Context: an optimization exercise on an open-source flow, tuned for small area, a short achievable clock period and few clock cycles. The choices shown serve that exercise and are no tape-out recipe.
RTL that was checked went through simulation tests only; none was proved equivalent to the original.
Only the layout flow was run in runs 2, 3 and 6; the RTL was not checked for function there.

==> flow/design.v <==
module vbc_block_decoder (
    input  wire        clk,
    input  wire        rst,           
    input  wire        in_valid,
    output wire        in_ready,
    input  wire [31:0] in_data,       
    input  wire [4:0]  in_w,          
    output reg         out_valid,
    output reg  [15:0] out_sample,    
    output reg         out_last       
);
    localparam S_HDR   = 3'd0;
    localparam S_UNARY = 3'd1;
    localparam S_REM   = 3'd2;
    localparam S_ESC   = 3'd3;
    localparam S_RAW   = 3'd4;
    localparam S_PAD   = 3'd5;
    reg [63:0] bitbuf;
    reg [6:0]  nbits;
    reg [4:0]  pos;           
    reg [4:0]  wq0, wq1;      
    reg [2:0]  state;
    reg [4:0]  w;
    reg [1:0]  pred;
    reg [3:0]  k;
    reg [19:0] a;
    reg [4:0]  q;
    reg [7:0]  idx;
    reg [15:0] hist [0:15];   
    assign in_ready = (nbits <= 7'd32);
    wire accept = in_valid && in_ready;
    reg  [5:0]  take;         
    reg         produce;      
    reg  [19:0] u;
    reg  [2:0]  state_n;
    wire [15:0] wmask = (16'hFFFF >> (5'd16 - w));
    wire [15:0] kmask = (16'hFFFF >> (5'd16 - {1'b0, k})) & {16{k != 4'd0}};
    wire [5:0]  pad   = (6'd32 - {1'b0, pos}) & 6'd31;
    always @(*) begin
        take    = 6'd0;
        produce = 1'b0;
        u       = 20'd0;
        state_n = state;
        case (state)
            S_HDR: if (nbits >= 7'd32) begin
                take    = 6'd32;
                state_n = bitbuf[6] ? S_RAW : S_UNARY;
            end
            S_UNARY: if (nbits >= 7'd1) begin
                take = 6'd1;
                if (!bitbuf[0])       state_n = S_REM;
                else if (q == 5'd15)  state_n = S_ESC;
            end
            S_REM: if (nbits >= {3'b000, k}) begin
                take    = {2'b00, k};
                u       = ({15'd0, q} << k) | {4'd0, bitbuf[15:0] & kmask};
                produce = 1'b1;
            end
            S_ESC: if (nbits >= {2'b00, w}) begin
                take    = {1'b0, w};
                u       = {4'd0, bitbuf[15:0] & wmask};
                produce = 1'b1;
            end
            S_RAW: if (nbits >= {2'b00, w}) begin
                take    = {1'b0, w};
                u       = {4'd0, bitbuf[15:0] & wmask};
                produce = 1'b1;
            end
            S_PAD: if (nbits >= {1'b0, pad}) begin
                take    = pad;
                state_n = S_HDR;
            end
            default: state_n = S_HDR;
        endcase
        if (produce)
            state_n = (idx == 8'd255) ? S_PAD : (state == S_RAW ? S_RAW : S_UNARY);
    end
    wire [3:0]  x = idx[3:0];
    wire [3:0]  y = idx[7:4];
    reg  [15:0] p;
    always @(*) begin
        if (idx == 8'd0 || pred == 2'd0) p = 16'd0;
        else if (pred == 2'd1)           p = (x != 4'd0) ? hist[0] : hist[15];
        else                             p = (y != 4'd0) ? hist[15] : hist[0];
    end
    wire signed [20:0] r = u[0] ? -$signed({1'b0, u + 20'd1} >> 1) : $signed({1'b0, u} >> 1);
    wire [15:0] s_coded = (p + r[15:0]) & wmask;
    wire [15:0] s_out   = (state == S_RAW) ? u[15:0] : s_coded;
    wire [19:0] a_n = a - (a >> 2) + u;
    reg  [3:0]  k_n;
    integer     j;
    always @(*) begin
        k_n = 4'd0;
        for (j = 1; j < 16; j = j + 1)
            if (j < w && (20'd4 << j) <= a_n) k_n = j;
    end
    integer     h;
    wire [63:0] shifted  = bitbuf >> take;
    wire [6:0]  left     = nbits - {1'b0, take};
    wire        pop      = ({1'b0, pos} + take) >= 6'd32;
    always @(posedge clk) begin
        if (rst) begin
            bitbuf    <= 64'd0;       
            nbits     <= 7'd0;
            pos       <= 5'd0;
            state     <= S_HDR;
            out_valid <= 1'b0;
        end else begin
            bitbuf <= accept ? (shifted | ({32'd0, in_data} << left)) : shifted;
            nbits  <= left + (accept ? 7'd32 : 7'd0);
            pos    <= pos + take[4:0];
            if (pop) begin
                wq0 <= (accept && left == 7'd0) ? in_w : wq1;
                if (accept) wq1 <= in_w;
            end else if (accept) begin
                if (nbits == 7'd0) wq0 <= in_w;
                else               wq1 <= in_w;
            end
            state     <= state_n;
            out_valid <= produce;
            out_sample <= s_out;
            out_last  <= (idx == 8'd255);
            case (state)
                S_HDR: if (take != 6'd0) begin
                    w    <= wq0;
                    pred <= bitbuf[1:0];
                    k    <= bitbuf[5:2];
                    a    <= 20'd4 << bitbuf[5:2];
                    q    <= 5'd0;
                    idx  <= 8'd0;
                end
                S_UNARY: if (take != 6'd0 && bitbuf[0]) q <= q + 5'd1;
                default: ;
            endcase
            if (produce) begin
                idx <= idx + 8'd1;
                q   <= 5'd0;
                if (state != S_RAW) begin
                    a <= a_n;
                    k <= k_n;
                end
                hist[0] <= s_out;
                for (h = 1; h < 16; h = h + 1) hist[h] <= hist[h-1];
            end
        end
    end
endmodule
==> flow/run.sh <==
#!/bin/bash
# synth_recipe.tcl (not shown) runs the flow's synth.tcl, then flattens the netlist and writes it again
# the make line also repeats each setting of config.mk as NAME=value (left out here)
make -C /OpenROAD-flow-scripts/flow DESIGN_CONFIG=/design/flow/config.mk WORK_HOME=/design/flow/orfs CLKGATE_MAP_FILE= SYNTH_SCRIPT=/design/flow/synth_recipe.tcl finish
==> flow/config.mk <==
export PLATFORM = sky130hd
export DESIGN_NAME = vbc_block_decoder
export DESIGN_NICKNAME = vbc_block_decoder
export VERILOG_FILES = /design/flow/design.v
export SDC_FILE = /design/flow/constraint.sdc
export NUM_CORES = 4
export LEC_CHECK = 0
export CAP_MARGIN = 20
export CORE_MARGIN = 2
export CORE_UTILIZATION = 40
export SLEW_MARGIN = 20
==> flow/constraint.sdc <==
create_clock -name core_clock -period 10.0 [get_ports {clk}]
set_input_delay 2.0000 -clock core_clock [delete_from_list [all_inputs] [get_ports {clk}]]
set_output_delay 2.0000 -clock core_clock [all_outputs]
set_load 0.01 [all_outputs]
==> results of run 1 <==
==> per-stage QoR <==
stage / worst slack, ns / std cells / util [%]
finish: 2.07 / 3382 / 45.0
global route: 1.50 / 3382 / 45.0
CTS: 2.18 / 3382 / 45.0
detailed placement: 2.21 / 3298 / 42.5
global placement: 2.39 / 3298 / 42.5
floorplan: 0.275 / 2512 / -
==> layout make-up <==
type / instances / area [sq um] / share of cell area (%)
multi-input cells: 1842 / 13000 / 46.0
flip-flops and latches: 407 / 11400 / 40.3
clock buffers: 55 / 1220 / 4.29
well taps: 846 / 1060 / 3.74
repair buffers: 87 / 806 / 2.84
inverters: 116 / 440 / 1.55
clock inverters: 29 / 352 / 1.24
==> worst min path at each step <==
stage | endpoint | depth (start not counted) | slack (ns)
after floorplan | hist[10][0]$_DFFE_PP_ | 0 | 0.40
after global placement | hist[5][5]$_DFFE_PP_ | 0 | 0.40
after detailed placement | hist[11][12]$_DFFE_PP_ | 0 | 0.40
after CTS | hist[5][12]$_DFFE_PP_ | 0 | 0.40
after global routing | hist[14][11]$_DFFE_PP_ | 0 | 0.42
final | hist[6][5]$_DFFE_PP_ | 0 | 0.40
==> worst max-delay path: cells and delay by family (launching register included) <==
family	cells	cell delay [ns]
xor gates and xnor gates	1	0.16
adders and majority gates	3	1.09
muxes	1	0.36
AOI/OAI and AO/OA	9	2.34
buffers and inverters	3	0.79
DFF	1	0.85
and+or+nand+nor	5	2.06
==> cells by family (layout without fill, tap and decap cells) <==
family,after synthesis,count (layout),synth area share [%]
flops,407,407,45.0
fa+ha+maj,96,96,5.35
xor+xnor,79,79,2.75
mux,290,290,12.4
simple gates,738,738,13.5
buf+inv,263,287,4.23
compound gates,639,639,16.8
==> cells in the final DEF, fill, tap and decap left out, types with 15 or more instances in the layout <==
| cell | netlist | routed |
|---|---|---|
| o22ai_1 | 28 | 28 |
| mux2_2 | 28 | 28 |
| clkdlybuf4s50_1 | 0 | 57 |
| nand4_1 | 15 | 15 |
| nor2_1 | 223 | 221 |
| mux4_2 | 17 | 17 |
| inv_1 | 107 | 107 |
| o211ai_1 | 21 | 21 |
| a21o_1 | 20 | 20 |
| o21ai_0 | 127 | 126 |
| a211oi_1 | 22 | 22 |
| a31oi_1 | 28 | 28 |
| fa_1 | 21 | 20 |
| xor2_1 | 24 | 22 |
| dfxtp_1 | 80 | 80 |
| and3_1 | 16 | 16 |
| a22oi_1 | 44 | 44 |
| nor2b_1 | 22 | 22 |
| mux2i_1 | 245 | 245 |
| nand2b_1 | 15 | 15 |
| edfxtp_1 | 327 | 327 |
| a22o_1 | 19 | 19 |
| nand3_1 | 69 | 69 |
| xnor2_1 | 54 | 49 |
| clkbuf_16 | 0 | 47 |
| ha_1 | 75 | 75 |
| nand2_1 | 242 | 242 |
| nor3_1 | 48 | 48 |
| a21oi_1 | 167 | 166 |
| buf_4 | 9 | 28 |
==> sequential cells by signal (all words and copies together) (netlist names), 3 cells and up <==
signal      count
state           3
q               5
wq0             5
bitbuf         64
nbits           7
pos             5
a              20
idx             8
w               5
out_sample     16
k               4
wq1             5
hist          256
==> routing by layer <==
metal  GRT usage, %  routed length (um)  vias up  part of all wire [%]
met4           11.9                4270        0                   5.4
met3           3.13                4260      205                   5.4
met1           30.5               33200     9869                    42
met5              0                   0        -                     0
met2           38.4               36900      739                    47
li1               -                   -     9340                     -
==> summary.md, run 1 <==
| Metric | Value |
|---|---|
| Post-CTS sizing | `0` |
| FF-to-FF path depth | `22` |
| Hold_sp | `hist[5][5]$_DFFE_PP_` |
| Max_cap viols | `0` |
| H-tree levels | `2` |
| Reg2Reg Setup Slack | `around 2.1 ns` |
| Netlist cell types | `roughly 110` |
| Status | `no timing/DRC/antenna violations` |
| CP Cell Sequence | `clkinv_1 > ha_1 > a21o_1 > a31oi_1 > o21ai_2 > nand2_2 > o21ai_2 > nor2_4 > inv_2 > ha_1 > inv_1 > fa_2 > a21o_1 > a21oi_1 > o21bai_1 > a21oi_1 > xor2_1 > nor2_1 > nand2_1 > nor2_1 > a31o_2 > mux2_2` |
| Top post-synthesis cells by count | `edfxtp_1 (327), mux2i_1 (245), nand2_1 (242), nor2_1 (223), a21oi_1 (167)` |
| Critical path capture point | `wq0[0]$_DFFE_PP_` |
| Row count | `92` |
| Synth Net Count | `around 2,600` |
| Die Wd | `256 um` |
| Post-CTS Setup Bufs | `0` |
| GR Overflow Total | `0` |
| Final Wtd Congestion | `between 1 and 1.5` |
| TritonCTS buffer count | `between 40 and 50` |
| Crit path kind | `reg -> reg` |
| Max Clk Rate | `around 130 MHz` |
| Clock latency (worst-skew pair) | `approximately 0.6 ns` |
| Post-Syn Area | `25,400 sq um` |
| Share of async-settable or async-resettable flops after synthesis | `0%` |
| Routed via count | `around 20,000` |
| Routed wire length | `78.6 mm` |
| Crit path largest cell delay | `0.89 ns` |
| Hold-fix buffers at CTS | `0` |
| Synth top area cells | `edfxtp_1 (39%), mux2i_1 (9.7%), dfxtp_1 (6.3%), ha_1 (3.7%), nand2_1 (3.6%)` |
| Final min period | `approximately 7.9 ns` |
| Post-synth EDFFs | `about 330` |
| Clk buf depth | `3` |
| CP Launch Point | `w[2]$_DFFE_PP_` |
| Worst EP arrival | `8.24 ns` |
| Fraction of layout cells with a size suffix above 1 | `about 8.5%` |
| Worst EP required | `roughly 10 ns` |
| Area Growth Syn to Fin | `11.5%` |
| TNS Setup | `0 ns` |
| Fin crit share | `between 70 and 80%` |
| Hold Fails Final Rpt | `0` |
| Post-layout net count | `around 2,600` |
| Die Area | `65,500 sq um` |
| Most frequent cell after synthesis | `edfxtp_1` |
| # DRC | `0` |
| Post-Syn Instances | `roughly 2,500` |
| Worst-path clk slew | `approximately 0.06 ns` |
| Initial core utilization | `a little over 40%` |
| Largest net degree at the start of global routing | `~180` |
| Hold slack | `around 0.4 ns` |
| Slew Viols, Final | `0` |
| Type of the most critical hold path | `reg -> reg` |
| Clock root cell | `clkbuf_16` |
| Worst R2R Start | `w[2]$_DFFE_PP_` |
| First-pass GRT wire length | `about 120 mm` |
| Synth Warn # | `2` |
| Top-area cell type share of the netlist area | `between 30% and 40%` |
| Sequential share of the synthesized area | `between 40% and 50%` |
| Initial antenna violation count | `1` |
| Finished layout cell area | `between 20,000 and 30,000 sq um` |
| All-Layer GR Usage | `a little under a quarter` |
| Least-Margin Pin Slew | `approximately 1.2 ns` |
| Endpoints failing setup | `0` |
| N_diodes | `0` |
| HPWL after DPL | `roughly 58 mm` |
| Vias per cell | `5.96` |
| Reg2reg end | `wq0[0]$_DFFE_PP_` |
| Vias in the first global route | `about 20,000` |
| Crit path capture type | `flip-flop` |
| RSZ-0062 raised after global routing | `false` |
| IO Pins | `59` |
| Fillers | `5,994` |
| Synth Area per Inst | `around 10 sq um` |
| Core footprint | `roughly 63,000 sq um` |
| Number of detailed-route iterations in the first pass | `5` |
| Area after DPL | `roughly 27,000 sq um` |
| CTS tree | `yes` |
| Post-synthesis register bit count | `407` |
| Worst Path Max Fanout | `23` |
| Slew headroom | `between 20% and 30%` |
| Antenna Violating Nets Remaining | `0` |
| Clock Skews | `about 0.05 ns` |
| DR WL/cell | `23.2 um` |
| Initial DRC count | `roughly 1,700` |
| Die height | `about 260 um` |
| Number of port buffers | `just under 60` |
| Worst setup SP type | `flip-flop` |
| Post-synth top area cell | `edfxtp_1` |
| Top_reg_cell synth | `edfxtp_1` |
| Clock sink total | `just over 400` |
| Slowest stage cell on the critical path | `nor2_1` |
Testbench counts, summed over its fixed seeds: cycles 203,148.
==> inputs of run 2 (changes only) <==
==> flow/design.v (replaced) <==
module vbc_block_decoder (
    input  wire        clk,
    input  wire        rst,           
    input  wire        in_valid,
    output wire        in_ready,
    input  wire [31:0] in_data,       
    input  wire [4:0]  in_w,          
    output reg         out_valid,
    output wire [15:0] out_sample,    
    output reg         out_last       
);
    reg [31:0] wd0, wd1;
    reg        wv0, wv1;
    reg [4:0]  ptr;
    reg [4:0]  w_in;          
    assign in_ready = !wv1;
    wire accept = in_valid && !wv1;
    reg        hdr;           
    reg        raw;
    reg [1:0]  pred;
    reg [4:0]  w;
    reg [17:0] a;
    reg [7:0]  idx;           
    reg [15:0] u2;
    reg        v2;
    reg [15:0] hist [0:15];   
    assign out_sample = hist[0];
    wire [15:0] wmask = 16'hFFFF >> (5'd16 - w);
    reg [3:0] k;
    integer j;
    always @(*) begin
        k = 4'd0;
        for (j = 1; j < 16; j = j + 1)
            if (j < w && (a >> (j + 2)) != 18'd0) k = j;
    end
    wire [15:0] kmask = ~(16'hFFFF << k);
    wire [63:0] win = {wd1, wd0};
    wire [31:0] S   = win >> ptr;
    reg  [4:0]  q;
    integer m;
    always @(*) begin
        q = 5'd16;
        for (m = 15; m >= 0; m = m - 1)
            if (!S[m]) q = m;
    end
    wire esc = q[4];
    wire [31:0] Sr = S >> (q[3:0] + 5'd1);
    reg  [15:0] u;
    reg  [5:0]  need;
    always @(*) begin
        if (raw) begin
            u    = S[15:0] & wmask;
            need = {1'b0, w};
        end else if (esc) begin
            u    = S[31:16] & wmask;
            need = 6'd16 + {1'b0, w};
        end else begin
            u    = ({12'd0, q[3:0]} << k) | (Sr[15:0] & kmask);
            need = {2'b0, q[3:0]} + 6'd1 + {2'b0, k};
        end
    end
    wire [5:0]  end_pos = {1'b0, ptr} + need;
    wire        strad   = end_pos > 6'd32;
    wire        go      = !hdr && wv0 && (wv1 || !strad);
    wire        last    = (idx == 8'd255);
    wire        pop1    = hdr ? wv0 : (go && (end_pos[5] || last));
    wire        pop2    = go && last && strad;
    wire [17:0] a_n     = a - {2'b0, a[17:2]} + {2'b0, u};
    always @(posedge clk) begin
        if (rst) begin
            wv0 <= 1'b0;
            wv1 <= 1'b0;
            ptr <= 5'd0;
            hdr <= 1'b1;
            idx <= 8'd0;
            v2  <= 1'b0;
            out_valid <= 1'b0;
        end else begin
            if (pop2) begin
                wv0 <= 1'b0;
                wv1 <= 1'b0;
            end else if (pop1) begin
                wd0 <= wv1 ? wd1 : in_data;
                wv0 <= wv1 | accept;
                wv1 <= 1'b0;
            end else if (accept) begin
                if (wv0) begin
                    wd1 <= in_data;
                    wv1 <= 1'b1;
                end else begin
                    wd0 <= in_data;
                    wv0 <= 1'b1;
                end
            end
            if (accept) w_in <= in_w;
            if (hdr) begin
                if (wv0) begin
                    hdr  <= 1'b0;
                    w    <= w_in;
                    pred <= wd0[1:0];
                    raw  <= wd0[6];
                    a    <= 18'd4 << wd0[5:2];
                end
            end else if (go) begin
                ptr <= last ? 5'd0 : end_pos[4:0];
                idx <= idx + 8'd1;
                if (last) hdr <= 1'b1;
                if (!raw) a <= a_n;
            end
            u2 <= u;
            v2 <= go;
            out_valid <= v2;
            out_last  <= (idx == 8'd0);
        end
    end
    wire        first = (idx == 8'd1);
    wire        x0    = (idx[3:0] == 4'd1);
    wire        y0    = (idx[7:4] == 4'd0 && idx[3:0] != 4'd0) || (idx == 8'd16);
    reg  [15:0] p;
    always @(*) begin
        if (first || pred == 2'd0 || raw) p = 16'd0;
        else if (pred == 2'd1)            p = x0 ? hist[15] : hist[0];
        else                              p = y0 ? hist[0] : hist[15];
    end
    wire [15:0] r = raw ? u2 : ({1'b0, u2[15:1]} ^ {16{u2[0]}});
    wire [15:0] s = (p + r) & wmask;
    integer h;
    always @(posedge clk) begin
        if (v2) begin
            hist[0] <= s;
            for (h = 1; h < 16; h = h + 1) hist[h] <= hist[h-1];
        end
    end
endmodule
==> summary.md, run 2 <==
| Metric | Value |
|---|---|
| Status | `no timing/DRC/antenna violations` |
| Die Wd | `243 um (-5.0%)` |
| Worst setup SP type | `flip-flop` |
| # DRC | `0 (unchanged)` |
| Top-area cell type share of the netlist area | `48.3% (+9.6 points)` |
| Max_cap viols | `0 (unchanged)` |
| Commonest non-fill, non-tap cell in the layout | `edfxtp_1` |
| RSZ-0062 raised after global routing | `false` |
| Post-synthesis register bit count | `386 (-5.2%)` |
| Core footprint | `56,500 sq um (-10%)` |
| Worst slack at placement | `1.23 ns (-0.981 ns)` |
| Endpoints failing setup | `0 (unchanged)` |
| Post-synth EDFFs | `368 (+13%)` |
| Post-synth top area cell | `edfxtp_1` |
| Clock latency (worst-skew pair) | `0.58 ns (-0.03 ns)` |
| Hold-fix buffers at CTS | `0 (unchanged)` |
| Post-Syn Area | `22,900 sq um (-9.8%)` |
| TNS Setup | `0 ns (unchanged)` |
| Number of detailed-route iterations in the first pass | `5 (unchanged)` |
| Die height | `243 um (-5.0%)` |
| Synth Area per Inst | `12.1 sq um (+19%)` |
| Post-layout net count | `2,041 (-23%)` |
| Crit path capture type | `flip-flop` |
| PnR worst setup slack | `1.06 ns (-1.01 ns)` |
| Row count | `87 (-5.4%)` |
| Slew headroom | `24.5% (+1.6 points)` |
| Type of the most critical hold path | `reg -> reg` |
| Post-CTS Setup Bufs | `0 (unchanged)` |
| Worst EP arrival | `9.26 ns (+1.02 ns)` |
| Synth Net Count | `2,008 (-24%)` |
| GR Overflow Total | `0 (unchanged)` |
| Routed via count | `16,400 (-18%)` |
| H-tree levels | `2 (unchanged)` |
| Routed wire length | `68.6 mm (-13%)` |
| Finished layout cell area | `25,600 sq um (-9.7%)` |
| Vias in the first global route | `16,000 (-20%)` |
| Crit path kind | `reg -> reg` |
| Clock sink total | `386 (-5.2%)` |
| Worst EP required | `10.31 ns (about the same)` |
| Sequential share of the synthesized area | `49.8% (+4.9 points)` |
| Finished Layout Cells | `2,722 (-20%)` |
| Hold Fails Final Rpt | `0 (unchanged)` |
| Largest net degree at the start of global routing | `93 (-49%)` |
| Area Growth Syn to Fin | `11.7%` |
| Clk buf depth | `3 (unchanged)` |
| IO Pins | `59 (unchanged)` |
| Area after DPL | `24,100 sq um (-9.8%)` |
| Die Area | `59,200 sq um (-9.7%)` |
| Post-Syn Instances | `1,898 (-24%)` |
| Slew Viols, Final | `0 (unchanged)` |
| Top_reg_cell synth | `edfxtp_1` |
| N_diodes | `0 (unchanged)` |
| Max reg flops | `256 (unchanged)` |
| All-Layer GR Usage | `23.0% (-0.49 points)` |
| Largest Register | `hist` |
| DR WL/cell | `25.2 um (+8.4%)` |
| CTS tree | `yes` |
| Max Clk Rate | `112 MHz (-11%)` |
| Top flop regs | `hist (256), wd0 (32), wd1 (32)` |
| Fraction of layout cells with a size suffix above 1 | `15.2% (+6.7 points)` |
| Least-Margin Pin Slew | `1.13 ns (-0.0246 ns)` |
| Fin crit share | `89.4% (+10 points)` |
| Synth Warn # | `2 (unchanged)` |
| Worst-path clk slew | `0.06 ns (about the same)` |
| Post-CTS sizing | `0 (unchanged)` |
| Antenna Violating Nets Remaining | `0 (unchanged)` |
| Most frequent cells in the layout | `edfxtp_1 (368), nand2_1 (152), nor2_1 (133), mux2i_1 (108), o21ai_0 (93)` |
| Initial DRC count | `1,893 (+9.5%)` |
| Vias per cell | `6.04 (+1.3%)` |
| Clock Skews | `0.0256 ns (-0.0245 ns)` |
| Most frequent cell after synthesis | `edfxtp_1` |
| Share of async-settable or async-resettable flops after synthesis | `0% (unchanged)` |
| Number of port buffers | `58 (unchanged)` |
| Final Wtd Congestion | `0.973 (-3.2%)` |
| Clock root cell | `clkbuf_16` |
| Initial core utilization | `40.5% (+0.19 points)` |
| Initial antenna violation count | `0 (-1)` |
| First-pass GRT wire length | `103 mm (-14%)` |
| Final min period | `8.94 ns (+1.01 ns)` |
| Netlist cell types | `103 (-5.5%)` |
| TritonCTS buffer count | `43 (-6.5%)` |
| Synth top area cells | `edfxtp_1 (48%), mux4_2 (6.0%), mux2i_1 (4.7%), ha_1 (2.8%), nand2_1 (2.5%)` |
| Hold slack | `0.394 ns (-0.00569 ns)` |
| Top post-synthesis cells by count | `edfxtp_1 (368), nand2_1 (152), nor2_1 (133), mux2i_1 (108), o21ai_0 (93)` |
| Worst Path Max Fanout | `67 (+190%)` |
| Placed cells | `2,642 (-20%)` |
| HPWL after DPL | `49.9 mm (-13%)` |
-- run 2: final cells by class --
type,count,area [sq um]
Timing Repair Buffer,95,862
Clock inverter,30,323
Sequential cell,386,11400
Inverter,86,324
Clock buffer,50,1130
Multi-Input combinational cell,1319,10600
Tap cell,756,946
Fill cell,5132,30900
-- run 2: path summary, 6_finish.rpt --
path	startpoint	endpoint	slack (ns)	cells after the start
setup / recovery	ptr[1]$_SDFFE_PP0P_	a[13]$_DFFE_PP_	1.06	26
hold / removal	hist[12][13]$_DFFE_PP_	hist[13][13]$_DFFE_PP_	0.39	0
setup reg to reg	ptr[1]$_SDFFE_PP0P_	a[13]$_DFFE_PP_	1.06	26
hold reg to reg	hist[12][13]$_DFFE_PP_	hist[13][13]$_DFFE_PP_	0.39	0
-- run 2: through the flow --
step	utilization (%)
finish	45.3
global placement	42.7
detailed placement	42.7
floorplan	-
CTS	45.3
global route	45.3
-- run 2: kinds of logic after synthesis --
kind of cell               count (synthesis)  synth area share, %
muxes                                    255                 15.5
buffers and inverters                    193                 4.14
and+or+nand+nor                          506                 10.8
DFF                                      386                 49.8
xor gates and xnor gates                  53                 2.03
adders and majority gates                 70                 4.45
AOI/OAI and AO/OA                        435                 13.3
-- run 2: worst max-delay path, cell delays in order, from the launching register on --
cell      delay, ns
dfxtp_4        1.03
buf_4          0.50
mux4_2         0.59
mux4_2         0.49
a221o_1        0.50
o31ai_1        0.14
o221ai_2       0.16
nor2b_4        0.20
nor3_4         0.46
inv_2          0.30
mux2i_1        0.22
mux2i_1        0.41
o211ai_1       0.13
a31oi_1        0.43
fa_1           0.55
ha_1           0.31
a21o_1         0.18
a21oi_1        0.21
o21bai_1       0.09
a21oi_1        0.24
o21bai_1       0.13
a211oi_1       0.35
o21ai_0        0.26
a31o_2         0.28
a21oi_1        0.17
xor2_1         0.15
o21ai_0        0.08
-- run 2: routing by layer --
metal	wire length, um	part of all wire, %	up-vias	track usage [%]
li1	-	-	7386	-
met3	5540	8.1	134	4.69
met2	30000	44	722	33.9
met4	2320	3.4	0	8.10
met1	30800	45	8193	33.6
met5	0	0	-	0
==> inputs of run 3 (changes only) <==
--- a/flow/design.v
+++ b/flow/design.v
@@ -20,11 +20,14 @@
     reg [1:0]  pred;
     reg [4:0]  w;
-    reg [17:0] a;
+    reg [17:0] ab;            
+    reg        ua;
     reg [7:0]  idx;           
-    reg [15:0] u2;
+    reg [3:0]  idle;          
+    reg [16:0] u2;            
     reg        v2;
-    reg [15:0] hist [0:15];   
+    reg [15:0] hist [0:15];
     assign out_sample = hist[0];
     wire [15:0] wmask = 16'hFFFF >> (5'd16 - w);
+    wire [17:0] a = ab + (ua ? {2'b0, u2[15:0]} : 18'd0);
     reg [3:0] k;
     integer j;
@@ -46,15 +49,15 @@
     wire esc = q[4];
     wire [31:0] Sr = S >> (q[3:0] + 5'd1);
-    reg  [15:0] u;
+    reg  [16:0] u;
     reg  [5:0]  need;
     always @(*) begin
         if (raw) begin
-            u    = S[15:0] & wmask;
+            u    = {S[15:0] & wmask, 1'b0};
             need = {1'b0, w};
         end else if (esc) begin
-            u    = S[31:16] & wmask;
+            u    = {1'b0, S[31:16] & wmask};
             need = 6'd16 + {1'b0, w};
         end else begin
-            u    = ({12'd0, q[3:0]} << k) | (Sr[15:0] & kmask);
+            u    = ({13'd0, q[3:0]} << k) | {1'b0, Sr[15:0] & kmask};
             need = {2'b0, q[3:0]} + 6'd1 + {2'b0, k};
         end
@@ -62,9 +65,10 @@
     wire [5:0]  end_pos = {1'b0, ptr} + need;
     wire        strad   = end_pos > 6'd32;
-    wire        go      = !hdr && wv0 && (wv1 || !strad);
+    wire        go      = !hdr && wv0 && (wv1 || !strad) && (idx == 8'd0 || idle == 4'd0);
     wire        last    = (idx == 8'd255);
     wire        pop1    = hdr ? wv0 : (go && (end_pos[5] || last));
     wire        pop2    = go && last && strad;
-    wire [17:0] a_n     = a - {2'b0, a[17:2]} + {2'b0, u};
+    wire        upd     = go && !raw;
+    wire [17:0] ab_n    = a - (upd ? {2'b0, a[17:2]} : 18'd0);
     always @(posedge clk) begin
         if (rst) begin
@@ -93,5 +97,4 @@
                 end
             end
-            if (accept) w_in <= in_w;
             if (hdr) begin
                 if (wv0) begin
@@ -100,5 +103,4 @@
                     pred <= wd0[1:0];
                     raw  <= wd0[6];
-                    a    <= 18'd4 << wd0[5:2];
                 end
             end else if (go) begin
@@ -106,11 +108,19 @@
                 idx <= idx + 8'd1;
                 if (last) hdr <= 1'b1;
-                if (!raw) a <= a_n;
             end
-            u2 <= u;
             v2 <= go;
             out_valid <= v2;
-            out_last  <= (idx == 8'd0);
         end
+        if (accept) w_in <= in_w;
+        if (hdr) begin
+            ab <= 18'd4 << wd0[5:2];
+            ua <= 1'b0;
+        end else begin
+            ab <= ab_n;
+            ua <= upd;
+        end
+        idle     <= go ? 4'd0 : idle + 4'd1;
+        u2       <= u;
+        out_last <= (idx == 8'd0);
     end
     wire        first = (idx == 8'd1);
@@ -123,12 +133,10 @@
         else                              p = y0 ? hist[0] : hist[15];
     end
-    wire [15:0] r = raw ? u2 : ({1'b0, u2[15:1]} ^ {16{u2[0]}});
+    wire [15:0] r = u2[16:1] ^ {16{u2[0]}};
     wire [15:0] s = (p + r) & wmask;
     integer h;
     always @(posedge clk) begin
-        if (v2) begin
-            hist[0] <= s;
-            for (h = 1; h < 16; h = h + 1) hist[h] <= hist[h-1];
-        end
+        hist[0] <= v2 ? s : hist[15];
+        for (h = 1; h < 16; h = h + 1) hist[h] <= hist[h-1];
     end
 endmodule
==> summary.md, run 3 <==
| Metric | Value |
|---|---|
| Most frequent cell after synthesis | `dfxtp_1` |
| Fraction of layout cells with a size suffix above 1 | `16.2% (+1.0 points)` |
| First-pass GRT wire length | `91.8 mm (-11%)` |
| Synth Warn # | `2 (unchanged)` |
| Commonest non-fill, non-tap cell in the layout | `dfxtp_1` |
| Largest Register | `hist` |
| Core footprint | `51,300 sq um (-9.2%)` |
| Most frequent cells in the layout | `dfxtp_1 (309), nand2_1 (180), nor2_1 (127), mux2i_1 (111), o21ai_0 (98)` |
| HPWL after DPL | `44.0 mm (-12%)` |
| CTS tree | `yes` |
| Status | `no timing/DRC/antenna violations` |
| FF-to-FF path depth | `42 (+62%)` |
| Crit path largest cell delay | `0.48 ns (-0.55 ns)` |
| Post-Syn Area | `20,800 sq um (-9.3%)` |
| Vias per cell | `5.85 (-3.1%)` |
| Hold-fix buffers at CTS | `0 (unchanged)` |
| Routed wire length | `59.1 mm (-14%)` |
| Die height | `232 um (-4.7%)` |
| Worst R2R Start | `ua$_SDFF_PP0_` |
| Finished layout cell area | `23,600 sq um (-7.9%)` |
| Clock root cell | `clkbuf_16` |
| Top_reg_cell synth | `dfxtp_1` |
| Die Wd | `232 um (-4.7%)` |
| N_diodes | `0 (unchanged)` |
| H-tree levels | `2 (unchanged)` |
| Area after DPL | `22,000 sq um (-8.7%)` |
| Clock Skews | `0.0237 ns (-0.00185 ns)` |
| Number of port buffers | `58 (unchanged)` |
| Row count | `83 (-4.6%)` |
| Netlist cell types | `105 (+1.9%)` |
| Final Wtd Congestion | `0.959 (-1.5%)` |
| Antenna Violating Nets Remaining | `0 (unchanged)` |
| Area Growth Syn to Fin | `13.4%` |
| Crit path capture type | `flip-flop` |
| IO Pins | `59 (unchanged)` |
| Hold_sp | `hist[14][3]$_DFF_P_` |
| # DRC | `0 (unchanged)` |
| Initial antenna violation count | `1 (+1)` |
| Worst Hold End | `hist[15][3]$_DFF_P_` |
| TritonCTS buffer count | `40 (-7.0%)` |
| Vias in the first global route | `15,600 (-2.2%)` |
| Worst setup SP type | `flip-flop` |
| Post-synth top area cell | `dfxtp_1` |
| Hold Fails Final Rpt | `0 (unchanged)` |
| Worst EP arrival | `9.85 ns (+0.59 ns)` |
| Max reg flops | `256 (unchanged)` |
| DR WL/cell | `21.5 um (-14%)` |
| Top flop regs | `hist (256), wd0 (32), wd1 (32)` |
| Synth top area cells | `dfxtp_1 (30%), edfxtp_1 (11%), mux4_2 (9.6%), mux2i_1 (5.3%), ha_1 (4.0%)` |
| Top-area cell type share of the netlist area | `30.4% (-18 points)` |
| TNS Setup | `0 ns (unchanged)` |
| Crit path kind | `reg -> reg` |
| Initial DRC count | `1,432 (-24%)` |
| Post-layout net count | `2,143 (+5.0%)` |
| Routed via count | `16,000 (-2.4%)` |
| Share of async-settable or async-resettable flops after synthesis | `0% (unchanged)` |
| Die Area | `53,800 sq um (-9.1%)` |
| All-Layer GR Usage | `21.8% (-1.2 points)` |
| Type of the most critical hold path | `reg -> reg` |
| Fillers | `4,828 (-5.9%)` |
| Reg2reg end | `ab[16]$_DFF_P_` |
| Reg2Reg Setup Slack | `0.61 ns (-0.45 ns)` |
| Most frequent cell on the critical path | `a21o_1` |
| Post-Syn Instances | `1,998 (+5.3%)` |
| Slowest stage cell on the critical path | `fa_1` |
| Final min period | `9.39 ns (+0.450 ns)` |
| Worst Path Max Fanout | `9 (-87%)` |
| Hold Crit Depth | `0 (unchanged)` |
| Worst-path clk slew | `0.07 ns (about the same)` |
| Post-synth EDFFs | `77 (-79%)` |
| Number of detailed-route iterations in the first pass | `6 (+1)` |
| Synth Area per Inst | `10.4 sq um (-14%)` |
| Synth Net Count | `2,109 (+5.0%)` |
| Endpoints failing setup | `0 (unchanged)` |
| Top post-synthesis cells by count | `dfxtp_1 (315), nand2_1 (180), nor2_1 (129), mux2i_1 (111), o21ai_0 (100)` |
| Clock sink total | `392 (+1.6%)` |
| Sequential share of the synthesized area | `41.5% (-8.3 points)` |
| Max_cap viols | `0 (unchanged)` |
| Initial core utilization | `40.5% (about the same)` |
| Max Clk Rate | `106 MHz (-4.8%)` |
| Clock latency (worst-skew pair) | `0.59 ns (about the same)` |
| Slew headroom | `35.0% (+10 points)` |
| Least-Margin Pin Slew | `0.973 ns (-0.159 ns)` |
| GR Overflow Total | `0 (unchanged)` |
| Fin crit share | `93.9% (+4.5 points)` |
| Largest net degree at the start of global routing | `69 (-26%)` |
| Clk buf depth | `3 (unchanged)` |
| Worst EP required | `10.45 ns (+0.14 ns)` |
| RSZ-0062 raised after global routing | `false` |
| Post-synthesis register bit count | `392 (+1.6%)` |
| Slew Viols, Final | `0 (unchanged)` |
[run 3: timing repair]
action,CTS,global route
pin swaps,0,4
setup buffers,0,2
endpoints found under the setup margin,1,9
resized for setup,1,21
cloned,0,1
[run 3: worst max-delay path, delay by kind of cell (launching register included)]
family / cells / cell delay (ns)
simple gates: 8 / 1.75
mux: 1 / 0.36
fa+ha+maj: 6 / 2.08
xor+xnor: 1 / 0.10
buf+inv: 3 / 0.30
compound gates: 23 / 4.34
flops: 1 / 0.35
[run 3: cell type report]
| class | instances | area (sq um) | share of cell area, % |
|---|---|---|---|
| Inverter | 66 | 249 | 1.06 |
| Timing Repair Buffer | 114 | 1010 | 4.30 |
| Sequential cell | 392 | 8630 | 36.6 |
| Clock inverter | 22 | 289 | 1.23 |
| Multi-Input combinational cell | 1418 | 11400 | 48.3 |
| Clock buffer | 51 | 1130 | 4.82 |
| Tap cell | 680 | 851 | 3.61 |
[run 3: cell families (layout without fill, tap and decap cells)]
logic type	count (synthesis)	after routing	share of synthesized area [%]
xor+xnor	72	72	3.04
flops	392	392	41.5
simple gates	561	562	13.1
buf+inv	189	253	4.32
fa+ha+maj	71	71	4.46
mux	270	270	19.0
compound gates	443	443	14.6
[run 3: worst max path at each step]
stage / start / endpoint / slack, ns / cells past startpoint
floorplan: u2[0]$_SDFF_PP0_ / ab[16]$_DFF_P_ / 0.09 / 45
finish: ua$_SDFF_PP0_ / ab[16]$_DFF_P_ / 0.61 / 42
detailed placement: ua$_SDFF_PP0_ / ab[16]$_DFF_P_ / 0.08 / 43
CTS: ua$_SDFF_PP0_ / ab[16]$_DFF_P_ / 0.08 / 43
global route: ua$_SDFF_PP0_ / ab[16]$_DFF_P_ / 0.004 / 45
global placement: ua$_SDFF_PP0_ / ab[16]$_DFF_P_ / 0.23 / 43
[run 3: routing by layer]
layer / GRT usage, % / vias up / wire length (um)
met5: 0 / - / 0
met4: 9.84 / 0 / 2560
met2: 35.7 / 597 / 27600
li1: - / 7469 / -
met1: 28.6 / 7845 / 25500
met3: 3.16 / 136 / 3490
[run 3: through the flow]
stage | utilization [%] | setup slack (ns) | hold slack (ns) | instances
global placement | 42.9 | 0.234 | 0.310 | 2667
detailed placement | 42.9 | 0.0759 | 0.312 | 2667
global route | 45.9 | 0.00411 | 0.321 | 2743
CTS | 45.7 | 0.0803 | 0.317 | 2740
finish | 45.9 | 0.606 | 0.319 | 2743
floorplan | - | 0.0911 | 0.310 | 1998
==> inputs of run 4 (changes only) <==
--- a/flow/design.v
+++ b/flow/design.v
@@ -70,5 +70,6 @@
     wire        pop2    = go && last && strad;
     wire        upd     = go && !raw;
-    wire [17:0] ab_n    = a - (upd ? {2'b0, a[17:2]} : 18'd0);
+    wire [17:0] a_dec   = a - {2'b0, a[17:2]};
+    wire [17:0] ab_n    = upd ? a_dec : a;
     always @(posedge clk) begin
         if (rst) begin
==> summary.md, run 4 <==
| Metric | Value |
|---|---|
| Status | `no timing/DRC/antenna violations` |
| Number of detailed-route iterations in the first pass | `7 (+1)` |
| Fin crit share | `85.1% (-8.8 points)` |
| Core footprint | `48,700 sq um (-5.0%)` |
| Synth top area cells | `dfxtp_1 (32%), edfxtp_1 (12%), mux2i_1 (7.2%), mux4_2 (5.7%), ha_1 (4.2%)` |
| TNS Setup | `0 ns (unchanged)` |
| Initial antenna violation count | `1 (unchanged)` |
| TritonCTS buffer count | `42 (+5.0%)` |
| Worst Path Max Fanout | `32 (+23)` |
| Fillers | `4,567 (-5.4%)` |
| Top post-synthesis cells by count | `dfxtp_1 (315), nand2_1 (165), mux2i_1 (141), nor2_1 (129), a21oi_1 (91)` |
| Clock root cell | `clkbuf_16` |
| Crit path kind | `reg -> reg` |
| Synth Warn # | `2 (unchanged)` |
| Type of the most critical hold path | `reg -> reg` |
| Max Clk Rate | `117 MHz (+10%)` |
| Top_reg_cell synth | `dfxtp_1` |
| HPWL after DPL | `42.2 mm (-4.2%)` |
| Hold slack | `0.304 ns (-0.0142 ns)` |
| Clock sink total | `392 (unchanged)` |
| Netlist cell types | `89 (-15%)` |
| # DRC | `0 (unchanged)` |
| Slew headroom | `33.3% (-1.7 points)` |
| Post-synthesis mux area share | `16.8% (-2.2 points)` |
| Vias per cell | `5.70 (-2.6%)` |
| Number of port buffers | `58 (unchanged)` |
| DR WL/cell | `21.1 um (-2.2%)` |
| Clk buf depth | `3 (unchanged)` |
| Most frequent cell on the critical path | `fa_1` |
| Final Wtd Congestion | `0.992 (+3.5%)` |
| Die Area | `51,100 sq um (-5.0%)` |
| Compound-Gate Fraction of Synth Area | `14.5% (-0.11 points)` |
| Max_cap viols | `0 (unchanged)` |
| Max reg flops | `256 (unchanged)` |
| Post-synth top area cell | `dfxtp_1` |
| Vias in the first global route | `15,000 (-3.8%)` |
| Area Growth Syn to Fin | `13.2%` |
| Row count | `81 (-2.4%)` |
| Hold Fails Final Rpt | `0 (unchanged)` |
| Post-synth EDFFs | `77 (unchanged)` |
| XOR/XNOR Fraction of Synth Area | `3.07% (+0.030 points)` |
| Top flop regs | `hist (256), wd0 (32), wd1 (32)` |
| Post-Syn Area | `19,700 sq um (-5.1%)` |
| Most frequent cell after synthesis | `dfxtp_1` |
| Clock latency (worst-skew pair) | `0.61 ns (+0.02 ns)` |
| CTS tree | `yes` |
| Top-area cell type share of the netlist area | `32.0% (+1.6 points)` |
| Worst setup SP type | `flip-flop` |
| Initial core utilization | `40.4% (-0.050 points)` |
| RSZ-0062 raised after global routing | `false` |
| Synth Area per Inst | `10.1 sq um (-3.1%)` |
| Most frequent cells in the layout | `dfxtp_1 (311), nand2_1 (165), mux2i_1 (141), nor2_1 (129), a21oi_1 (91)` |
| N_diodes | `0 (unchanged)` |
| Largest Register | `hist` |
| Slew Viols, Final | `0 (unchanged)` |
| Synth Net Count | `2,067 (-2.0%)` |
| Crit path capture type | `flip-flop` |
| All-Layer GR Usage | `22.0% (+0.20 points)` |
| Endpoints failing setup | `0 (unchanged)` |
| Routed wire length | `56.4 mm (-4.6%)` |
| Die Wd | `226 um (-2.5%)` |
| Main combinational cell family by area after synthesis | `multiplexers` |
| Post-synthesis register bit count | `392 (unchanged)` |
| Die height | `226 um (-2.5%)` |
| Post-CTS sizing | `0 (-1)` |
| Routed via count | `15,300 (-4.9%)` |
| IO Pins | `59 (unchanged)` |
| Hold-fix buffers at CTS | `0 (unchanged)` |
| Initial DRC count | `1,211 (-15%)` |
| First-pass GRT wire length | `87.3 mm (-4.9%)` |
| Clock Skews | `0.0436 ns (+0.0199 ns)` |
| Post-Synth Simple-Gate Area | `13.2% (+0.13 points)` |
| Least-Margin Pin Slew | `0.997 ns (+0.0243 ns)` |
| Final min period | `8.51 ns (-0.881 ns)` |
| Commonest non-fill, non-tap cell in the layout | `dfxtp_1` |
| Worst-path clk slew | `0.06 ns (about the same)` |
| Post-Synth Adder-Cell Area | `4.70% (+0.24 points)` |
| Post-CTS Setup Bufs | `0 (unchanged)` |
| H-tree levels | `2 (unchanged)` |
| Worst slack at placement | `1.64 ns (+1.57 ns)` |
| PnR worst setup slack | `1.49 ns (+0.881 ns)` |
| Largest net degree at the start of global routing | `70 (+1.4%)` |
| Worst EP arrival | `8.73 ns (-1.12 ns)` |
| Sequential share of the synthesized area | `43.7% (+2.2 points)` |
| Share of async-settable or async-resettable flops after synthesis | `0% (unchanged)` |
| Antenna Violating Nets Remaining | `0 (unchanged)` |
| Slowest stage cell on the critical path | `dfxtp_1` |
| Post-layout net count | `2,090 (-2.5%)` |
| GR Overflow Total | `0 (unchanged)` |
| Post-Syn Instances | `1,956 (-2.1%)` |
| Worst EP required | `10.22 ns (-0.23 ns)` |
| Fraction of layout cells with a size suffix above 1 | `10.4% (-5.9 points)` |
| Crit path largest cell delay | `0.59 ns (+0.11 ns)` |
run 4: changes by cell type after synthesis, sizes merged, moves of 10 or more:
| cell | before | now |
|---|---|---|
| mux4 | 92 | 50 |
| inv | 63 | 80 |
| nor3 | 40 | 30 |
| mux2i | 111 | 141 |
| or3 | 5 | 18 |
| buf | 57 | 47 |
| nand2 | 180 | 166 |
| o211ai | 16 | 28 |
run 4: cell type report:
cell class	count	area [sq um]	share of cell area [%]
clock buffer	57	1200	5.38
clock inverter	20	255	1.14
inverter	83	313	1.40
multi-input combinational	1377	10300	46.3
sequential	392	8630	38.6
tap	664	831	3.72
timing repair buffer	83	768	3.44
run 4: cells by family (layout without fill, tap and decap cells):
logic type | count (synthesis) | count (layout)
multiplexers | 260 | 260
buffers and inverters | 187 | 243
adder cells (fa/ha/maj) | 71 | 71
XOR/XNOR | 69 | 69
AND/OR/NAND/NOR | 545 | 545
flip-flops | 392 | 392
AO/OA/AOI/OAI | 432 | 432
run 4: per-layer routing:
layer	part of all wire, %	vias up	routed length (um)	track usage [%]
met1	43	7370	24200	28.3
met2	47	524	26500	36.6
met3	5.3	154	2980	3.14
li1	-	7203	-	-
met5	0.021	-	12	0
met4	4.7	2	2650	10.3
run 4: worst paths after layout:
kind	startpoint	to	slack, ns	cells after the start
worst min-delay path	hist[9][4]$_DFF_P_	hist[10][4]$_DFF_P_	0.30	0
worst max-delay path	ua$_SDFF_PP0_	wd0[27]$_DFFE_PP_	1.49	26
worst min register to register	hist[9][4]$_DFF_P_	hist[10][4]$_DFF_P_	0.30	0
worst max register to register	ua$_SDFF_PP0_	wd0[27]$_DFFE_PP_	1.49	26
run 4: worst max-delay path: cells and delay by family (launching register included):
kind | cells | cell delay [ns]
flip-flops | 1 | 0.59
adder cells (fa/ha/maj) | 4 | 1.49
buffers and inverters | 3 | 0.72
XOR/XNOR | 2 | 0.59
AO/OA/AOI/OAI | 8 | 2.21
AND/OR/NAND/NOR | 9 | 2.49
run 4: metrics by stage:
stage               cells  util (%)  area (sq um)
detailed placement   2599      42.8         20900
CTS                  2676      45.8         22300
global route         2676      45.8         22300
finish               2676      45.8         22300
floorplan            1956         -         19700
global placement     2599      42.8         20900
Testbench counts of run 4, summed over its fixed seeds: cycles 98,969.
==> inputs of run 5 (changes only) <==
--- a/flow/config.mk
+++ b/flow/config.mk
@@ -6,4 +6,5 @@
 export NUM_CORES = 4
 export LEC_CHECK = 0
+export ABC_AREA = 1
 export CAP_MARGIN = 20
 export CORE_MARGIN = 2
==> summary.md, run 5 <==
| Metric | Value |
|---|---|
| Die Area | `50,400 sq um (-1.4%)` |
| Hold Fails Final Rpt | `0 (unchanged)` |
| Post-synth EDFFs | `77 (unchanged)` |
| Hold-fix buffers at CTS | `0 (unchanged)` |
| Met1 Use GR | `30.4% (+2.1 points)` |
| Crit path largest cell delay | `0.66 ns (+0.07 ns)` |
| Commonest non-fill, non-tap cell in the layout | `nand2_1` |
| Sequential share of the synthesized area | `44.3% (+0.62 points)` |
| Number of port buffers | `58 (unchanged)` |
| Vias per cell | `5.29 (-7.1%)` |
| Fin crit share | `82.2% (-3.0 points)` |
| Worst setup SP type | `flip-flop` |
| Clock root cell | `clkbuf_16` |
| Type of the most critical hold path | `reg -> reg` |
| Hold Crit Depth | `0 (unchanged)` |
| Routed wire length | `59.7 mm (+5.9%)` |
| Initial DRC count | `1,508 (+25%)` |
| Endpoints failing setup | `0 (unchanged)` |
| Area after DPL | `20,400 sq um (-2.1%)` |
| Post-CTS sizing | `0 (unchanged)` |
| Fraction of layout cells with a size suffix above 1 | `6.00% (-4.4 points)` |
| Post-layout net count | `2,697 (+29%)` |
| Least-Margin Pin Slew | `1.07 ns (+0.0713 ns)` |
| Initial core utilization | `40.6% (+0.19 points)` |
| Finished layout cell area | `21,800 sq um (-2.5%)` |
| Post-Syn Area | `19,400 sq um (-1.4%)` |
| Final min period | `8.22 ns (-0.296 ns)` |
| Clk buf depth | `3 (unchanged)` |
| Synth top area cells | `dfxtp_1 (32%), nand2_1 (13%), edfxtp_1 (12%), nand3_1 (9.1%), inv_1 (4.8%)` |
| Max Clk Rate | `122 MHz (+3.6%)` |
| All-Layer GR Usage | `23.6% (+1.6 points)` |
| # DRC | `0 (unchanged)` |
| Post-synth top area cell | `dfxtp_1` |
| Core footprint | `47,800 sq um (-1.9%)` |
| Synth Warn # | `2 (unchanged)` |
| Vias in the first global route | `16,400 (+9.1%)` |
| Slowest stage cell on the critical path | `dfxtp_1` |
| GR Overflow Total | `0 (unchanged)` |
| Initial antenna violation count | `2 (+1)` |
| Clock Skews | `0.0188 ns (-0.0249 ns)` |
| Top post-synthesis cells by count | `nand2_1 (698), nand3_1 (353), dfxtp_1 (315), inv_1 (248), o21ai_0 (182)` |
| Worst EP required | `10.29 ns (+0.07 ns)` |
| Clock sink total | `392 (unchanged)` |
| TritonCTS buffer count | `40 (-4.8%)` |
| Largest net degree at the start of global routing | `93 (+33%)` |
| Worst Path Max Fanout | `51 (+59%)` |
| Worst-path clk slew | `0.06 ns (about the same)` |
| First-pass GRT wire length | `92.1 mm (+5.5%)` |
| Top-area cell type share of the netlist area | `32.4% (+0.45 points)` |
| Met3 Track Usage GR | `3.29% (+0.16 points)` |
| TNS Setup | `0 ns (unchanged)` |
| Max_cap viols | `0 (unchanged)` |
| Post-CTS Setup Bufs | `0 (unchanged)` |
| Share of async-settable or async-resettable flops after synthesis | `0% (unchanged)` |
| Crit path capture type | `flip-flop` |
| H-tree levels | `2 (unchanged)` |
| Synth Area per Inst | `7.55 sq um (-25%)` |
| Crit path kind | `reg -> reg` |
| Synth Net Count | `2,686 (+30%)` |
| Area Growth Syn to Fin | `11.9%` |
| DR WL/cell | `18.5 um (-12%)` |
| Most frequent cell on the critical path | `nand2_1` |
| Crit path depth | `48 (+85%)` |
| Worst EP arrival | `8.51 ns (-0.22 ns)` |
| Post-Syn Instances | `2,575 (+32%)` |
| GRT busiest layer | `met2` |
| Die Wd | `224 um (-0.69%)` |
| IO Pins | `59 (unchanged)` |
| Max reg flops | `256 (unchanged)` |
| Number of detailed-route iterations in the first pass | `6 (-1)` |
| FF-to-FF path depth | `48 (+85%)` |
| Buffers & Inverters on Critical Path | `7 (+4)` |
| RSZ-0062 raised after global routing | `false` |
| CTS tree | `yes` |
| Post-synthesis register bit count | `392 (unchanged)` |
| GR met2 Demand/Resource | `39.7% (+3.1 points)` |
| Slew Viols, Final | `0 (unchanged)` |
| Top_reg_cell synth | `dfxtp_1` |
| Largest Register | `hist` |
| Top Family by Delay on Critical Path | `simple AND/OR/NAND/NOR gates` |
| Most frequent cell after synthesis | `nand2_1` |
| Clock latency (worst-skew pair) | `0.58 ns (-0.03 ns)` |
| Most frequent cells in the layout | `nand2_1 (698), nand3_1 (353), dfxtp_1 (312), inv_1 (248), o21ai_0 (182)` |
| HPWL after DPL | `45.9 mm (+8.7%)` |
| Final Wtd Congestion | `1.02 (+2.5%)` |
| Die height | `224 um (-0.69%)` |
| Status | `no timing/DRC/antenna violations` |
| Slew headroom | `28.0% (-5.3 points)` |
| Netlist cell types | `61 (-31%)` |
| Row count | `80 (-1.2%)` |
| Top flop regs | `hist (256), wd0 (32), wd1 (32)` |
| Routed via count | `17,100 (+12%)` |
| Antenna Violating Nets Remaining | `0 (unchanged)` |
run 5: logic make-up after synthesis:
family,synth area share [%]
XOR/XNOR,2.16
adder cells (fa/ha/maj),4.76
flip-flops,44.3
AO/OA/AOI/OAI,13.8
multiplexers,0.360
buffers and inverters,7.92
AND/OR/NAND/NOR,26.7
run 5: area by class of cell:
class | count | area, sq um
antenna | 1 | 2.50
clock inverter | 22 | 233
fill | 4820 | 26100
tap | 615 | 769
timing repair buffer | 80 | 746
clock buffer | 51 | 1090
sequential | 392 | 8620
inverter | 265 | 996
multi-input combinational | 1807 | 9300
run 5: worst paths after layout:
kind	to	slack [ns]	start
max	wd0[14]$_DFFE_PP_	1.78	ua$_SDFF_PP0_
min	hist[14][4]$_DFF_P_	0.32	hist[13][4]$_DFF_P_
max reg2reg	wd0[14]$_DFFE_PP_	1.78	ua$_SDFF_PP0_
min reg2reg	hist[14][4]$_DFF_P_	0.32	hist[13][4]$_DFF_P_
run 5: stage by stage:
step           worst slack, ns  hold slack, ns  util (%)  instances
2_1_floorplan            0.839           0.310         -       2575
3_3_place_gp              2.03           0.310      42.7       3159
3_5_place_dp              1.81           0.312      42.7       3159
4_1_cts                   1.78           0.320      45.5       3232
5_1_grt                  0.868           0.326      45.5       3232
6_report                  1.78           0.318      45.5       3233
run 5: layer usage:
metal | vias to the layer above | part of all wire, %
met3 | 119 | 5.0
met2 | 548 | 47
met5 | - | 0
met4 | 0 | 4.2
li1 | 8550 | -
met1 | 7895 | 44
==> inputs of run 6 (changes only) <==
--- a/flow/design.v
+++ b/flow/design.v
@@ -10,10 +10,11 @@
     output reg         out_last       
 );
-    reg [31:0] wd0, wd1;
-    reg        wv0, wv1;
-    reg [4:0]  ptr;
+    reg [31:0] slot0, slot1;
+    reg        wp;            
+    reg [1:0]  cnt;           
+    reg [5:0]  ptr;
     reg [4:0]  w_in;          
-    assign in_ready = !wv1;
-    wire accept = in_valid && !wv1;
+    assign in_ready = !cnt[1];
+    wire accept = in_valid && !cnt[1];
     reg        hdr;           
     reg        raw;
@@ -38,6 +39,8 @@
     end
     wire [15:0] kmask = ~(16'hFFFF << k);
+    wire [31:0] wd0 = ptr[5] ? slot1 : slot0;
+    wire [31:0] wd1 = ptr[5] ? slot0 : slot1;
     wire [63:0] win = {wd1, wd0};
-    wire [31:0] S   = win >> ptr;
+    wire [31:0] S   = win >> ptr[4:0];
     reg  [4:0]  q;
     integer m;
@@ -63,10 +66,10 @@
         end
     end
-    wire [5:0]  end_pos = {1'b0, ptr} + need;
+    wire [5:0]  end_pos = {1'b0, ptr[4:0]} + need;
     wire        strad   = end_pos > 6'd32;
-    wire        go      = !hdr && wv0 && (wv1 || !strad) && (idx == 8'd0 || idle == 4'd0);
+    wire        go      = !hdr && cnt != 2'd0 && (cnt[1] || !strad) && (idx == 8'd0 || idle == 4'd0);
     wire        last    = (idx == 8'd255);
-    wire        pop1    = hdr ? wv0 : (go && (end_pos[5] || last));
-    wire        pop2    = go && last && strad;
+    wire        hgo     = hdr && cnt != 2'd0;
+    wire [1:0]  npop    = hgo ? 2'd1 : !go ? 2'd0 : last ? {strad, !strad} : {1'b0, end_pos[5]};
     wire        upd     = go && !raw;
     wire [17:0] a_dec   = a - {2'b0, a[17:2]};
@@ -74,7 +77,7 @@
     always @(posedge clk) begin
         if (rst) begin
-            wv0 <= 1'b0;
-            wv1 <= 1'b0;
-            ptr <= 5'd0;
+            cnt <= 2'd0;
+            wp  <= 1'b0;
+            ptr <= 6'd0;
             hdr <= 1'b1;
             idx <= 8'd0;
@@ -82,22 +85,12 @@
             out_valid <= 1'b0;
         end else begin
-            if (pop2) begin
-                wv0 <= 1'b0;
-                wv1 <= 1'b0;
-            end else if (pop1) begin
-                wd0 <= wv1 ? wd1 : in_data;
-                wv0 <= wv1 | accept;
-                wv1 <= 1'b0;
-            end else if (accept) begin
-                if (wv0) begin
-                    wd1 <= in_data;
-                    wv1 <= 1'b1;
-                end else begin
-                    wd0 <= in_data;
-                    wv0 <= 1'b1;
-                end
-            end
+            cnt <= cnt + {1'b0, accept} - npop;
+            wp  <= wp ^ accept;
+            if (hgo || (go && last))
+                ptr <= {ptr[5] ^ npop[0], 5'd0};
+            else if (go)
+                ptr <= ptr + {1'b0, need};
             if (hdr) begin
-                if (wv0) begin
+                if (cnt != 2'd0) begin
                     hdr  <= 1'b0;
                     w    <= w_in;
@@ -106,5 +99,4 @@
                 end
             end else if (go) begin
-                ptr <= last ? 5'd0 : end_pos[4:0];
                 idx <= idx + 8'd1;
                 if (last) hdr <= 1'b1;
@@ -114,4 +106,6 @@
         end
         if (accept) w_in <= in_w;
+        if (accept && !wp) slot0 <= in_data;
+        if (accept &&  wp) slot1 <= in_data;
         if (hdr) begin
             ab <= 18'd4 << wd0[5:2];
--- a/flow/config.mk
+++ b/flow/config.mk
@@ -6,5 +6,4 @@
 export NUM_CORES = 4
 export LEC_CHECK = 0
-export ABC_AREA = 1
 export CAP_MARGIN = 20
 export CORE_MARGIN = 2
==> summary.md, run 6 <==
| Metric | Value |
|---|---|
| Top_reg_cell synth | `dfxtp_1` |
| H-tree levels | `2 (unchanged)` |
| Post-Syn Instances | `2,041 (-21%)` |
| N_diodes | `0 (-1)` |
| Top-area cell type share of the netlist area | `30.2% (-2.2 points)` |
| DR WL/cell | `22.9 um (+24%)` |
| Worst Path Max Fanout | `19 (-63%)` |
| Routed via count | `16,500 (-3.6%)` |
| Post-CTS sizing | `0 (unchanged)` |
| Worst EP required | `10.42 ns (+0.13 ns)` |
| Row count | `83 (+3.8%)` |
| Hold Fails Final Rpt | `0 (unchanged)` |
| Hold Crit Depth | `0 (unchanged)` |
| Vias per cell | `5.96 (+13%)` |
| Crit path kind | `reg -> reg` |
| Least-Margin Pin Slew | `1.07 ns (+0.00353 ns)` |
| Post-Syn Area | `21,000 sq um (+8.0%)` |
| Status | `no timing/DRC/antenna violations` |
| Type of the most critical hold path | `reg -> reg` |
| Hold slack | `0.323 ns (+0.00543 ns)` |
| Slew Viols, Final | `0 (unchanged)` |
| Initial DRC count | `1,630 (+8.1%)` |
| Netlist cell types | `106 (+74%)` |
| Clk buf depth | `3 (unchanged)` |
| TNS Setup | `0 ns (unchanged)` |
| Top flop regs | `hist (256), slot0 (32), slot1 (32)` |
| First-pass GRT wire length | `95.5 mm (+3.7%)` |
| Area Growth Syn to Fin | `12.3%` |
| Worst EP arrival | `9.62 ns (+1.11 ns)` |
| Fin crit share | `91.9% (+9.8 points)` |
| # DRC | `0 (unchanged)` |
| RSZ-0062 raised after global routing | `false` |
| Crit path largest cell delay | `0.60 ns (-0.06 ns)` |
| Final Wtd Congestion | `0.966 (-5.0%)` |
| Max_cap viols | `0 (unchanged)` |
| Synth Net Count | `2,156 (-20%)` |
| Largest net degree at the start of global routing | `72 (-23%)` |
| Worst setup SP type | `flip-flop` |
| Share of async-settable or async-resettable flops after synthesis | `0% (unchanged)` |
| Met1 Use GR | `30.8% (+0.38 points)` |
| Initial antenna violation count | `0 (-2)` |
| Routed wire length | `63.4 mm (+6.1%)` |
| Fraction of layout cells with a size suffix above 1 | `13.6% (+7.6 points)` |
| Post-CTS Setup Bufs | `0 (unchanged)` |
| Synth Area per Inst | `10.3 sq um (+36%)` |
| Largest Register | `hist` |
| Most frequent cell after synthesis | `dfxtp_1` |
| Reg2Reg Setup Slack | `0.81 ns (-0.98 ns)` |
| Top post-synthesis cells by count | `dfxtp_1 (317), nand2_1 (164), nor2_1 (146), mux2i_1 (120), inv_1 (95)` |
| Vias in the first global route | `15,700 (-4.5%)` |
| Most frequent cells in the layout | `dfxtp_1 (312), nand2_1 (164), nor2_1 (146), mux2i_1 (120), inv_1 (95)` |
| TritonCTS buffer count | `40 (unchanged)` |
| Antenna Violating Nets Remaining | `0 (unchanged)` |
| Commonest non-fill, non-tap cell in the layout | `dfxtp_1` |
| HPWL after DPL | `47.9 mm (+4.4%)` |
| All-Layer GR Usage | `22.9% (-0.66 points)` |
| CTS tree | `yes` |
| GRT busiest layer | `met2` |
| Final min period | `9.19 ns (+0.977 ns)` |
| Die height | `233 um (+3.9%)` |
| Initial core utilization | `40.7% (+0.065 points)` |
| Slew headroom | `28.3% (+0.25 points)` |
| Hold_sp | `hist[12][11]$_DFF_P_` |
| FF-to-FF path depth | `38 (-21%)` |
| GR Overflow Total | `0 (unchanged)` |
| Post-synth EDFFs | `77 (unchanged)` |
| Max Clk Rate | `109 MHz (-11%)` |
| Synth top area cells | `dfxtp_1 (30%), edfxtp_1 (11%), mux4_2 (9.3%), mux2i_1 (5.7%), ha_1 (4.2%)` |
| Post-synthesis register bit count | `394 (+0.51%)` |
| Clock sink total | `394 (+0.51%)` |
| Clock root cell | `clkbuf_16` |
| Hold-fix buffers at CTS | `0 (unchanged)` |
| Number of detailed-route iterations in the first pass | `6 (unchanged)` |
| Buffers & Inverters on Critical Path | `6 (-1)` |
| Worst Hold End | `hist[13][11]$_DFF_P_` |
| Endpoints failing setup | `0 (unchanged)` |
| Top Family by Delay on Critical Path | `compound AO/OA/AOI/OAI gates` |
| Post-layout util | `45.7% (+0.21 points)` |
| Core footprint | `51,600 sq um (+7.9%)` |
| Die Wd | `233 um (+3.9%)` |
| Synth Warn # | `2 (unchanged)` |
| Slowest stage cell on the critical path | `or4_1` |
| Worst-path clk slew | `0.08 ns (+0.02 ns)` |
| Worst R2R Start | `ua$_SDFF_PP0_` |
| Crit path capture type | `flip-flop` |
| Clock Skews | `0.0251 ns (+0.00631 ns)` |
| Met3 Track Usage GR | `3.13% (-0.17 points)` |
| Post-layout net count | `2,169 (-20%)` |
| Max reg flops | `256 (unchanged)` |
| Clock latency (worst-skew pair) | `0.57 ns (about the same)` |
| Reg2reg end | `cnt[1]$_SDFF_PP0_` |
| IO Pins | `59 (unchanged)` |
| Sequential share of the synthesized area | `41.2% (-3.1 points)` |
| Post-synth top area cell | `dfxtp_1` |
| Number of port buffers | `58 (unchanged)` |
| Die Area | `54,400 sq um (+7.9%)` |
| GR met2 Demand/Resource | `37.6% (-2.2 points)` |
-- run 6: how the worst max path moves through the flow --
stage                         to  cells past startpoint  slack, ns              from
2_1_floorplan  cnt[1]$_SDFF_PP0_                     40       2.08  u2[0]$_SDFF_PP0_
3_3_place_gp   cnt[1]$_SDFF_PP0_                     39       1.13  u2[0]$_SDFF_PP0_
3_5_place_dp   cnt[1]$_SDFF_PP0_                     38       0.98     ua$_SDFF_PP0_
4_1_cts        cnt[1]$_SDFF_PP0_                     38       0.91     ua$_SDFF_PP0_
5_1_grt        cnt[1]$_SDFF_PP0_                     38       0.18     ua$_SDFF_PP0_
6_report       cnt[1]$_SDFF_PP0_                     38       0.81     ua$_SDFF_PP0_
-- run 6: per-layer routing --
| layer | share of wire (%) | up-vias |
|---|---|---|
| met2 | 46 | 676 |
| met5 | 0 | - |
| met4 | 3.9 | 0 |
| met3 | 6.3 | 147 |
| met1 | 43 | 8073 |
| li1 | - | 7596 |
-- run 6: cell families after synthesis --
family          share of synthesized area, %
mux                                     18.5
compound gates                          15.1
xor+xnor                                2.87
buf+inv                                 4.53
fa+ha+maj                               4.65
simple gates                            13.1
flops                                   41.2
-- run 6: metrics by stage --
stage / std cells / worst slack [ns] / area [sq um]
after global routing: 2765 / 0.180 / 23600
after detailed placement: 2692 / 0.983 / 22100
after floorplan: 2041 / 2.08 / 21000
after global placement: 2692 / 1.13 / 22100
after CTS: 2765 / 0.914 / 23600
final: 2765 / 0.805 / 23600
-- run 6: worst register-to-register path, delay by kind of cell (launching register included) --
kind	cells	cell delay, ns
AO/OA/AOI/OAI	11	2.31
XOR/XNOR	5	0.89
adder cells (fa/ha/maj)	7	2.07
buffers and inverters	6	0.76
flip-flops	1	0.55
multiplexers	1	0.30
AND/OR/NAND/NOR	8	2.17
-- run 6: cell type report --
class                      count  area, sq um
fill                        4823        28000
multi-input combinational   1433        11400
sequential                   394         8670
clock buffer                  50         1100
tap                          680          851
timing repair buffer          85          796
clock inverter                23          384
inverter                     100          375

[re-timing with driven ports]
The flow's constraints put no driver on any port. The routed layouts listed below were extracted and timed again, unchanged, in two steps.
Step 1 assumes that a clkbuf_16 drives the clock port and a buf_2 every other input.
Step 2, shift: input delay + t, output delay - t, t = (earliest + latest rising clock arrival at the registers) / 2. This alone moves slack from input paths to output paths.
Three values: ideal, step 1, step 2; two values: the first two.
run | shift t [ns] | slack for setup (ns) | worst setup path after step 2 | slew at the worst register clock pin (ns)
run 1 | 0.640 | 2.071 / 2.071 / 2.071 | register to register | 0.07 / 0.07
run 2 | 0.634 | 1.056 / 1.056 / 1.056 | register to register | 0.06 / 0.06
run 3 | 0.635 | 0.606 / 0.606 / 0.606 | register to register | 0.07 / 0.07
run 4 | 0.641 | 1.487 / 1.487 / 1.487 | register to register | 0.07 / 0.07
run 5 | 0.627 | 1.783 / 1.783 / 1.783 | register to register | 0.07 / 0.07
run 6 | 0.613 | 0.805 / 0.805 / 0.805 | register to register | 0.08 / 0.08
After both steps setup and hold are still met in every run listed.
